What follows belongs to an exercise in optimizing a design on an open flow for small area, a short achievable clock period and few clock cycles per item; a production flow would make more cautious choices.
No activity file was given, so power comes from the tool's default toggle rates.

## red_combine
module red_combine (
    input  wire        clk,
    input  wire        rst,
    input  wire        in_valid,
    input  wire        in_int,
    input  wire [63:0] in_a,
    input  wire [63:0] in_b,
    output reg         out_valid,
    output reg  [63:0] out_sum,
    output reg  [1:0]  out_flags
);
For scale: about 3300 cells after synthesis, roughly 240 flip-flops, about 200 I/O pins.
==> module w40_s1, before the edit <==
module w40_s1 #(parameter CK = 1) (
    input  wire        is_int,
    input  wire [63:0] a,
    input  wire [63:0] b,
    output wire [30:0] m_a,      
    output wire [30:0] m_b,      
    output wire        x34,      
    output wire        y34,
    output wire        gt2,      
    output wire [31:0] hs,       
    output wire [6:0]  hcy       
);
    wire        sa = a[39];
    wire        sb = b[39];
    wire [8:0]  ea = a[38:30];
    wire [8:0]  eb = b[38:30];
    wire [29:0] fa = a[29:0];
    wire [29:0] fb = b[29:0];
    wire a_max = &ea;
    wire b_max = &eb;
    wire a_fz  = ~|fa;
    wire b_fz  = ~|fb;
    wire a_nan = a_max & ~a_fz;
    wire b_nan = b_max & ~b_fz;
    wire a_inf = a_max & a_fz;
    wire b_inf = b_max & b_fz;
    wire sp    = a_max | b_max;
    wire nan   = a_nan | b_nan | (a_inf & b_inf & (sa ^ sb));
    wire of_op = a_inf | b_inf;
    wire a_ez = ~|ea;
    wire b_ez = ~|eb;
    wire [8:0] xa = {ea[8:1], ea[0] | a_ez};
    wire [8:0] xb = {eb[8:1], eb[0] | b_ez};
    wire gt2_c, gt1, ge0;
    pfx_add #(.N(13), .KIND(CK)) u_c2 (
        .x(a[38:26]), .y(~b[38:26]), .ci(1'b0), .s(), .co(gt2_c));
    pfx_add #(.N(13), .KIND(CK)) u_c1 (
        .x(a[25:13]), .y(~b[25:13]), .ci(1'b0), .s(), .co(gt1));
    pfx_add #(.N(13), .KIND(CK)) u_c0 (
        .x(a[12:0]), .y(~b[12:0]), .ci(1'b1), .s(), .co(ge0));
    wire eq2 = &(a[38:26] ~^ b[38:26]);
    wire eq1 = &(a[25:13] ~^ b[25:13]);
    wire eq0 = &(a[12:0] ~^ b[12:0]);
    wire eq  = eq2 & eq1 & eq0;
    wire sub = sa ^ sb;
    assign gt2 = ~is_int & gt2_c;
    wire z   = eq & (sub | a_ez & a_fz);
    wire sgn_a = (b_inf & ~a_inf) ? sb : sa & (sb | ~z);
    wire sgn_b = a_inf ? sa : sb & (sa | ~z);
    wire [5:0] eab, eba, ea1, eb1;
    pfx_add #(.N(6), .KIND(2)) u_eab (.x(ea[5:0]), .y(~eb[5:0]), .ci(1'b1), .s(eab), .co());
    pfx_add #(.N(6), .KIND(2)) u_eba (.x(eb[5:0]), .y(~ea[5:0]), .ci(1'b1), .s(eba), .co());
    pfx_add #(.N(6), .KIND(2)) u_ea1 (.x(ea[5:0]), .y(6'h3F), .ci(1'b0), .s(ea1), .co());
    pfx_add #(.N(6), .KIND(2)) u_eb1 (.x(eb[5:0]), .y(6'h3F), .ci(1'b0), .s(eb1), .co());
    wire [5:0] dab = a_ez ? 6'd0 : b_ez ? ea1 : eab;
    wire [5:0] dba = b_ez ? 6'd0 : a_ez ? eb1 : eba;
    wire       bab = ({1'b0, xa[8:6]} >= {1'b0, xb[8:6]} + 4'd2) |
                     (xa[8:6] == xb[8:6] + 3'd1) & (xa[5] | ~xb[5]);
    wire       bba = ({1'b0, xb[8:6]} >= {1'b0, xa[8:6]} + 4'd2) |
                     (xb[8:6] == xa[8:6] + 3'd1) & (xb[5] | ~xa[5]);
    assign m_a = {is_int ? a[30] : ~a_ez, fa};
    assign m_b = {is_int ? b[30] : ~b_ez, fb};
    assign x34 = is_int ? a[31] : nan;
    assign y34 = is_int ? b[31] : of_op;
    wire [31:0] hsum;
    wire [6:0]  hc;
    genvar q;
    generate
        for (q = 0; q < 8; q = q + 1) begin : g_hs
            wire [4:0] t = {1'b0, a[32+4*q +: 4]} + {1'b0, b[32+4*q +: 4]};
            assign hsum[4*q +: 4] = t[3:0];
            if (q < 7) begin : g_c
                assign hc[q] = t[4];
            end
        end
    endgenerate
    assign hs  = is_int ? hsum
                        : {xb[7:0], xa, bba, dba[5:0], sub, bab, dab[5:0]};
    assign hcy = is_int ? hc : {1'd0, ge0, eq1, gt1, eq2, sgn_b, sgn_a, xb[8]};
endmodule
export LEC_CHECK = 0
export ABC_AREA = 1
export CAP_MARGIN = 20
export CORE_MARGIN = 2
export CORE_UTILIZATION = 40
export SLEW_MARGIN = 20
create_clock -name core_clock -period 18.0 [get_ports {clk}]
standard.sh (not shown) runs the stock make flow with config.mk's settings and CLKGATE_MAP_FILE= SYNTH_SCRIPT=/design/flow/synth_recipe.tcl, a recipe that flattens the netlist after the stock synthesis.
==> flow/flow/run.sh <==
#!/bin/bash
# The standard layout (standard.sh: ORFS synthesis through finish), with
# three changes:
#  - synthesis leaves adders to ABC: ADDER_MAP_FILE is empty, so Yosys does
#    not extract half and full adder cells before ABC maps the logic.  The
#    synthesis script, the registers and everything else are unchanged;
#  - the input and output ports get sky130_fd_sc_hd__buf_2 port buffers in
#    place of the cell buffer_ports picks by default;
#  - ORFS's timing repair (after floorplan, CTS and global routing) aims for
#    a setup slack of MARGIN ns, not 0: the constraints and clock period stay
#    the design's, the repair only works harder.
# make's full output goes to std_flow.log here; ORFS keeps each step's log
# under orfs/logs.
set -euo pipefail
MARGIN=13
bash standard.sh "ADDER_MAP_FILE=" "SETUP_SLACK_MARGIN=$MARGIN" \
    "BUFFER_PORTS_ARGS=-buffer_cell sky130_fd_sc_hd__buf_2" finish > std_flow.log 2>&1
Edit:
--- a/flow/design.v
+++ b/flow/design.v
@@ -151,19 +151,15 @@
     wire eq0 = &(a[12:0] ~^ b[12:0]);
     wire eq  = eq2 & eq1 & eq0;
     wire sub = sa ^ sb;
     assign gt2 = ~is_int & gt2_c;
     wire z   = eq & (sub | a_ez & a_fz);
-    wire sgn_a = (b_inf & ~a_inf) ? sb : sa & (sb | ~z);
-    wire sgn_b = a_inf ? sa : sb & (sa | ~z);
-    wire [5:0] eab, eba, ea1, eb1;
-    pfx_add #(.N(6), .KIND(2)) u_eab (.x(ea[5:0]), .y(~eb[5:0]), .ci(1'b1), .s(eab), .co());
-    pfx_add #(.N(6), .KIND(2)) u_eba (.x(eb[5:0]), .y(~ea[5:0]), .ci(1'b1), .s(eba), .co());
-    pfx_add #(.N(6), .KIND(2)) u_ea1 (.x(ea[5:0]), .y(6'h3F), .ci(1'b0), .s(ea1), .co());
-    pfx_add #(.N(6), .KIND(2)) u_eb1 (.x(eb[5:0]), .y(6'h3F), .ci(1'b0), .s(eb1), .co());
-    wire [5:0] dab = a_ez ? 6'd0 : b_ez ? ea1 : eab;
-    wire [5:0] dba = b_ez ? 6'd0 : a_ez ? eb1 : eba;
+    wire sgn_a = sp ? (a_inf ? sa : sb) : z ? (sa & sb) : sa;
+    wire sgn_b = sp ? (a_inf ? sa : sb) : z ? (sa & sb) : sb;
+    wire [8:0] dab, dba;
+    pfx_add #(.N(9), .KIND(2)) u_dab (.x(xa), .y(~xb), .ci(1'b1), .s(dab), .co());
+    pfx_add #(.N(9), .KIND(2)) u_dba (.x(xb), .y(~xa), .ci(1'b1), .s(dba), .co());
     wire       bab = ({1'b0, xa[8:6]} >= {1'b0, xb[8:6]} + 4'd2) |
                      (xa[8:6] == xb[8:6] + 3'd1) & (xa[5] | ~xb[5]);
     wire       bba = ({1'b0, xb[8:6]} >= {1'b0, xa[8:6]} + 4'd2) |
                      (xb[8:6] == xa[8:6] + 3'd1) & (xb[5] | ~xa[5]);
     assign m_a = {is_int ? a[30] : ~a_ez, fa};
Wire length falls slightly. Power rises slightly. Synthesized cell count falls slightly. Final cell count hardly moves. Setup slack improves by 0.039 ns. Cell area rises slightly. Combinational power rises by a few percent. Clock-buffer cell count rises by 1. Core utilization rises by 0.57 points. Fmax rises slightly. Clock power rises by a few percent. Flip-flop and latch count is unchanged.
No run of this note included a check of the RTL's function; only the layout flow was run.

Another version of the RTL of red_combine (not shown whole).
For scale: ~2900 cells after synthesis, ~240 flip-flops, about 200 I/O pins.
==> module pfx_add, before the edit <==
module pfx_add #(parameter N = 8, parameter KIND = 1) (
    input  wire [N-1:0] x,
    input  wire [N-1:0] y,
    input  wire         ci,
    output wire [N-1:0] s,
    output wire         co
);
    localparam LG = $clog2(N);
    reg [N-1:0] g, p;
    integer l, i, j;
    always @(*) begin
        g = x & y;
        p = x ^ y;
        if (KIND == 0) begin
            for (i = 1; i < N; i = i + 1) begin
                g[i] = g[i] | p[i] & g[i-1];
                p[i] = p[i] & p[i-1];
            end
        end else if (KIND == 1) begin
            for (l = 0; l < LG; l = l + 1)
                for (i = 0; i < N; i = i + 1)
                    if (((i + 1) % (2 << l)) == 0) begin
                        j = i - (1 << l);
                        g[i] = g[i] | p[i] & g[j];
                        p[i] = p[i] & p[j];
                    end
            for (l = LG - 2; l >= 0; l = l - 1)
                for (i = 0; i < N; i = i + 1)
                    if (i >= (2 << l) && ((i + 1) % (2 << l)) == (1 << l)) begin
                        j = i - (1 << l);
                        g[i] = g[i] | p[i] & g[j];
                        p[i] = p[i] & p[j];
                    end
        end else begin
            for (l = 0; l < LG; l = l + 1)
                for (i = 0; i < N; i = i + 1)
                    if ((i >> l) & 1) begin
                        j = ((i >> l) << l) - 1;
                        g[i] = g[i] | p[i] & g[j];
                        p[i] = p[i] & p[j];
                    end
        end
    end
    wire [N:0] c = {g | p & {N{ci}}, ci};
    assign s  = x ^ y ^ c[N-1:0];
    assign co = c[N];
endmodule
==> module pfx_inc, before the edit <==
module pfx_inc #(parameter N = 8) (
    input  wire [N-1:0] x,
    input  wire         ci,
    output wire [N-1:0] s,
    output wire         co
);
    localparam LG = $clog2(N);
    reg [N-1:0] p;
    integer l, i;
    always @(*) begin
        p = x;
        for (l = 0; l < LG; l = l + 1)
            for (i = N - 1; i >= 0; i = i - 1)
                if ((i >> l) & 1)
                    p[i] = p[i] & p[((i >> l) << l) - 1];
    end
    wire [N:0] c = {p & {N{ci}}, ci};
    assign s  = x ^ c[N-1:0];
    assign co = c[N];
endmodule
==> module w40_s3, before the edit <==
module w40_s3 (
    input  wire        is_int,
    input  wire [66:0] sum,
    output wire [63:0] res,      
    output wire        inf,      
    output wire [1:0]  flags
);
    wire        sub   = sum[42];
    wire [8:0]  x_l   = sum[51:43];
    wire        sgn   = sum[52];
    wire        sp    = sum[53];
    wire        nan   = sum[54];
    wire        of_op = sum[55];
    wire [34:0] raw   = {sum[34] ^ sub, sum[33:0]};
    wire [7:0] xh, xo;
    genvar k;
    generate
        for (k = 0; k < 8; k = k + 1) begin : g_dec
            assign xh[k] = (x_l[5:3] == k);
            assign xo[k] = (x_l[2:0] == k);
        end
    endgenerate
    wire       x_lo = ~|x_l[8:6];
    reg [34:0] stop;
    integer j;
    always @(*)
        for (j = 0; j < 35; j = j + 1)
            stop[j] = x_lo & xh[(34 - j) >> 3] & xo[(34 - j) & 7];
    wire [5:0]  s;
    lzc64 u_lzc (.v({raw | stop, 1'b1, 28'd0}), .n(s), .z());
    wire [34:0] t5 = s[5] ? {raw[2:0], 32'd0} : raw;
    wire [34:0] t4 = s[4] ? {t5[18:0], 16'd0} : t5;
    wire [34:0] t3 = s[3] ? {t4[26:0], 8'd0}  : t4;
    wire [34:0] t2 = s[2] ? {t3[30:0], 4'd0}  : t3;
    wire [34:0] t1 = s[1] ? {t2[32:0], 2'd0}  : t2;
    wire [34:0] sh = s[0] ? {t1[33:0], 1'd0}  : t1;
    wire [9:0]  e_n  = {1'b0, x_l} + 10'd1 - {4'd0, s};
    wire [9:0]  e_n1 = {1'b0, x_l} + 10'd2 - {4'd0, s};
    wire [30:0] mant   = sh[34:4];
    wire        rnd_up = sh[3] & (|sh[2:0] | mant[0]);
    wire [30:0] mant_r;
    wire        c_r;
    pfx_inc #(.N(31)) u_rnd (.x(mant), .ci(rnd_up), .s(mant_r), .co(c_r));
    wire        c_r_q  = rnd_up & (&mant);
    wire        hid    = mant[30] | rnd_up & (&mant[29:0]);
    wire [9:0]  e_f    = c_r_q ? e_n1 : e_n;
    wire        ovf     = c_r_q ? (e_n1[9] | (&e_n1[8:0])) : (e_n[9] | (&e_n[8:0]));
    wire [8:0]  e_field = hid ? e_f[8:0] : 9'd0;
    assign res   = is_int ? sum[66:3] : {24'd0, sgn & ~nan, e_field, mant_r[29:0]};
    assign inf   = ~is_int & (sp | ovf);
    assign flags = is_int ? 2'b00 : {nan, of_op | (~sp & ovf)};
endmodule
==> module red_combine, before the edit <==
module red_combine (
    input  wire        clk,
    input  wire        rst,
    input  wire        in_valid,
    input  wire        in_int,
    input  wire [63:0] in_a,
    input  wire [63:0] in_b,
    output reg         out_valid,
    output wire [63:0] out_sum,
    output reg  [1:0]  out_flags
);
    wire [30:0] m_a, m_b;
    wire        x34, y34, a_big;
    wire [2:0]  hcy;
    wire [31:0] hs;
    w40_s1 u_s1 (
        .is_int(in_int), .a(in_a), .b(in_b), .m_a(m_a), .m_b(m_b),
        .x34(x34), .y34(y34), .a_big(a_big), .hs(hs), .hcy(hcy)
    );
    reg        v1, int1, x34_1, y34_1, a_big1;
    reg [2:0]  hcy1;
    reg [30:0] m_a1, m_b1;
    reg [31:0] hs1;
    always @(posedge clk) begin
        if (rst) v1 <= 1'b0;
        else     v1 <= in_valid;
        int1   <= in_int;
        m_a1   <= m_a;
        m_b1   <= m_b;
        x34_1  <= x34;
        y34_1  <= y34;
        a_big1 <= a_big;
        hs1    <= hs;
        hcy1   <= hcy;
    end
    wire [66:0] sum;
    w40_s2 u_s2 (
        .is_int(int1), .m_a(m_a1), .m_b(m_b1), .x34(x34_1), .y34(y34_1),
        .a_big(a_big1), .hs(hs1), .hcy(hcy1), .sum(sum)
    );
    reg        v2, int2;
    reg [66:0] sum2;
    always @(posedge clk) begin
        if (rst) v2 <= 1'b0;
        else     v2 <= v1;
        int2 <= int1;
        sum2 <= sum;
    end
    wire [63:0] res;
    wire        inf;
    wire [1:0]  flg;
    w40_s3 u_s3 (
        .is_int(int2), .sum(sum2), .res(res), .inf(inf), .flags(flg)
    );
    reg [63:0] res3;
    reg        inf3;
    always @(posedge clk) begin
        if (rst) out_valid <= 1'b0;
        else     out_valid <= v2;
        res3      <= res;
        inf3      <= inf;
        out_flags <= flg;
    end
    assign out_sum = {res3[63:39], res3[38:30] | {9{inf3}},
                      inf3 ? out_flags[1] : res3[29], res3[28:0] & {29{~inf3}}};
endmodule
clock: 18.0 ns
lec_check: 0
abc_area: 1
cap_margin: 20
core_margin: 2
core_utilization: 40
slew_margin: 20
==> flow/flow/run.sh <==
#!/bin/bash
# The standard layout (standard.sh: ORFS synthesis through finish), with
# two changes:
#  - the input and output ports get sky130_fd_sc_hd__buf_2 port buffers in
#    place of the cell buffer_ports picks by default;
#  - ORFS's timing repair (after floorplan, CTS and global routing) aims for
#    a setup slack of SETUP_SLACK_MARGIN ns below, not 0: the constraints and
#    clock period stay the design's, the repair only works harder.
# make's full output goes to std_flow.log here; ORFS keeps each step's log
# under orfs/logs.
set -euo pipefail
MARGIN=12
bash standard.sh "SETUP_SLACK_MARGIN=$MARGIN" \
    "BUFFER_PORTS_ARGS=-buffer_cell sky130_fd_sc_hd__buf_2" finish > std_flow.log 2>&1
Edit:
--- a/flow/design.v
+++ b/flow/design.v
@@ -6,5 +6,13 @@
     output wire         co
 );
-    localparam LG = $clog2(N);
+    function integer lg2(input integer n);
+        integer k;
+        begin
+            lg2 = 0;
+            for (k = 1; k < n; k = k * 2)
+                lg2 = lg2 + 1;
+        end
+    endfunction
+    localparam LG = lg2(N);
     reg [N-1:0] g, p;
     integer l, i, j;
@@ -52,5 +60,13 @@
     output wire         co
 );
-    localparam LG = $clog2(N);
+    function integer lg2(input integer n);
+        integer k;
+        begin
+            lg2 = 0;
+            for (k = 1; k < n; k = k * 2)
+                lg2 = lg2 + 1;
+        end
+    endfunction
+    localparam LG = lg2(N);
     reg [N-1:0] p;
     integer l, i;
@@ -193,7 +209,6 @@
     input  wire        is_int,
     input  wire [66:0] sum,
-    output wire [63:0] res,      
-    output wire        inf,      
-    output wire [1:0]  flags
+    output wire [63:0] out_sum,
+    output wire [1:0]  out_flags
 );
     wire        sub   = sum[42];
@@ -238,7 +253,9 @@
     wire        ovf     = c_r_q ? (e_n1[9] | (&e_n1[8:0])) : (e_n[9] | (&e_n[8:0]));
     wire [8:0]  e_field = hid ? e_f[8:0] : 9'd0;
-    assign res   = is_int ? sum[66:3] : {24'd0, sgn & ~nan, e_field, mant_r[29:0]};
-    assign inf   = ~is_int & (sp | ovf);
-    assign flags = is_int ? 2'b00 : {nan, of_op | (~sp & ovf)};
+    wire        inf_like = sp | ovf;
+    wire [39:0] f = inf_like ? {sgn & ~nan, 9'h1FF, nan, 29'd0}
+                             : {sgn, e_field, mant_r[29:0]};
+    assign out_sum   = is_int ? sum[66:3] : {24'd0, f};
+    assign out_flags = is_int ? 2'b00 : {nan, of_op | (~sp & ovf)};
 endmodule
 module red_combine (
@@ -250,5 +267,5 @@
     input  wire [63:0] in_b,
     output reg         out_valid,
-    output wire [63:0] out_sum,
+    output reg  [63:0] out_sum,
     output reg  [1:0]  out_flags
 );
@@ -291,19 +308,11 @@
     end
     wire [63:0] res;
-    wire        inf;
     wire [1:0]  flg;
-    w40_s3 u_s3 (
-        .is_int(int2), .sum(sum2), .res(res), .inf(inf), .flags(flg)
-    );
-    reg [63:0] res3;
-    reg        inf3;
+    w40_s3 u_s3 (.is_int(int2), .sum(sum2), .out_sum(res), .out_flags(flg));
     always @(posedge clk) begin
         if (rst) out_valid <= 1'b0;
         else     out_valid <= v2;
-        res3      <= res;
-        inf3      <= inf;
+        out_sum   <= res;
         out_flags <= flg;
     end
-    assign out_sum = {res3[63:39], res3[38:30] | {9{inf3}},
-                      inf3 ? out_flags[1] : res3[29], res3[28:0] & {29{~inf3}}};
 endmodule
Effect:
- The new run finished with timing, DRC and antenna clean
- synthesized cell count goes down by about 2.4%
- worst setup slack improves by 14 ps
- cell area rises by about 0.7%
- non-clock buffer count grows by 7
- combinational power rises by about 3%
- total power stays flat
- maximum frequency hardly moves
- global-route usage rose by 0.60 points
- core utilization came out higher by 1.0 points
- via count went up by 1.6%
- routed wire length is higher by about 2.3%
- count of clock-buffer cells in the layout came out lower by 7
No run of this note included a check of the RTL's function; only the layout flow was run.

-- port drivers added, routing unchanged --
How much do the figures lean on ideal ports? The routed layouts below were timed once more, with nothing changed but the port constraints.
Step 1 sets driving cells, clkbuf_16 on the clock port and buf_2 on the other inputs (assumed; they add their load-dependent delay and slew).
Step 2 times the ports against the registers' clock, not the clock port: input delays grow and output delays shrink by t, the midpoint of the rising clock arrivals with the driver on.
Slacks: no drivers / after step 1 / after step 2; pairs: no drivers / after step 1.
| run | shift t [ns] | slack for setup (ns) | worst register clock-pin slew, ns | worst slew at a driven data input, ns | pins driven straight from the clock port |
|---|---|---|---|---|---|
| the first run of note 1 | 0.623 | 12.976 / 13.014 / 12.391 | 0.07 / 0.07 | 0.05 | 1 |
| the second run of note 1 | 0.625 | 13.015 / 13.038 / 12.414 | 0.07 / 0.07 | 0.07 | 1 |
| the first run of note 2 | 0.644 | 12.212 / 12.248 / 11.604 | 0.07 / 0.07 | 0.05 | 1 |
| the second run of note 2 | 0.617 | 12.226 / 12.265 / 11.648 | 0.07 / 0.07 | 0.05 | 1 |
After both steps setup and hold are still met in every run listed. The setup slack of the first run of note 2, which loses most, moves by +0.036 ns with the drivers and by -0.608 ns with both steps.
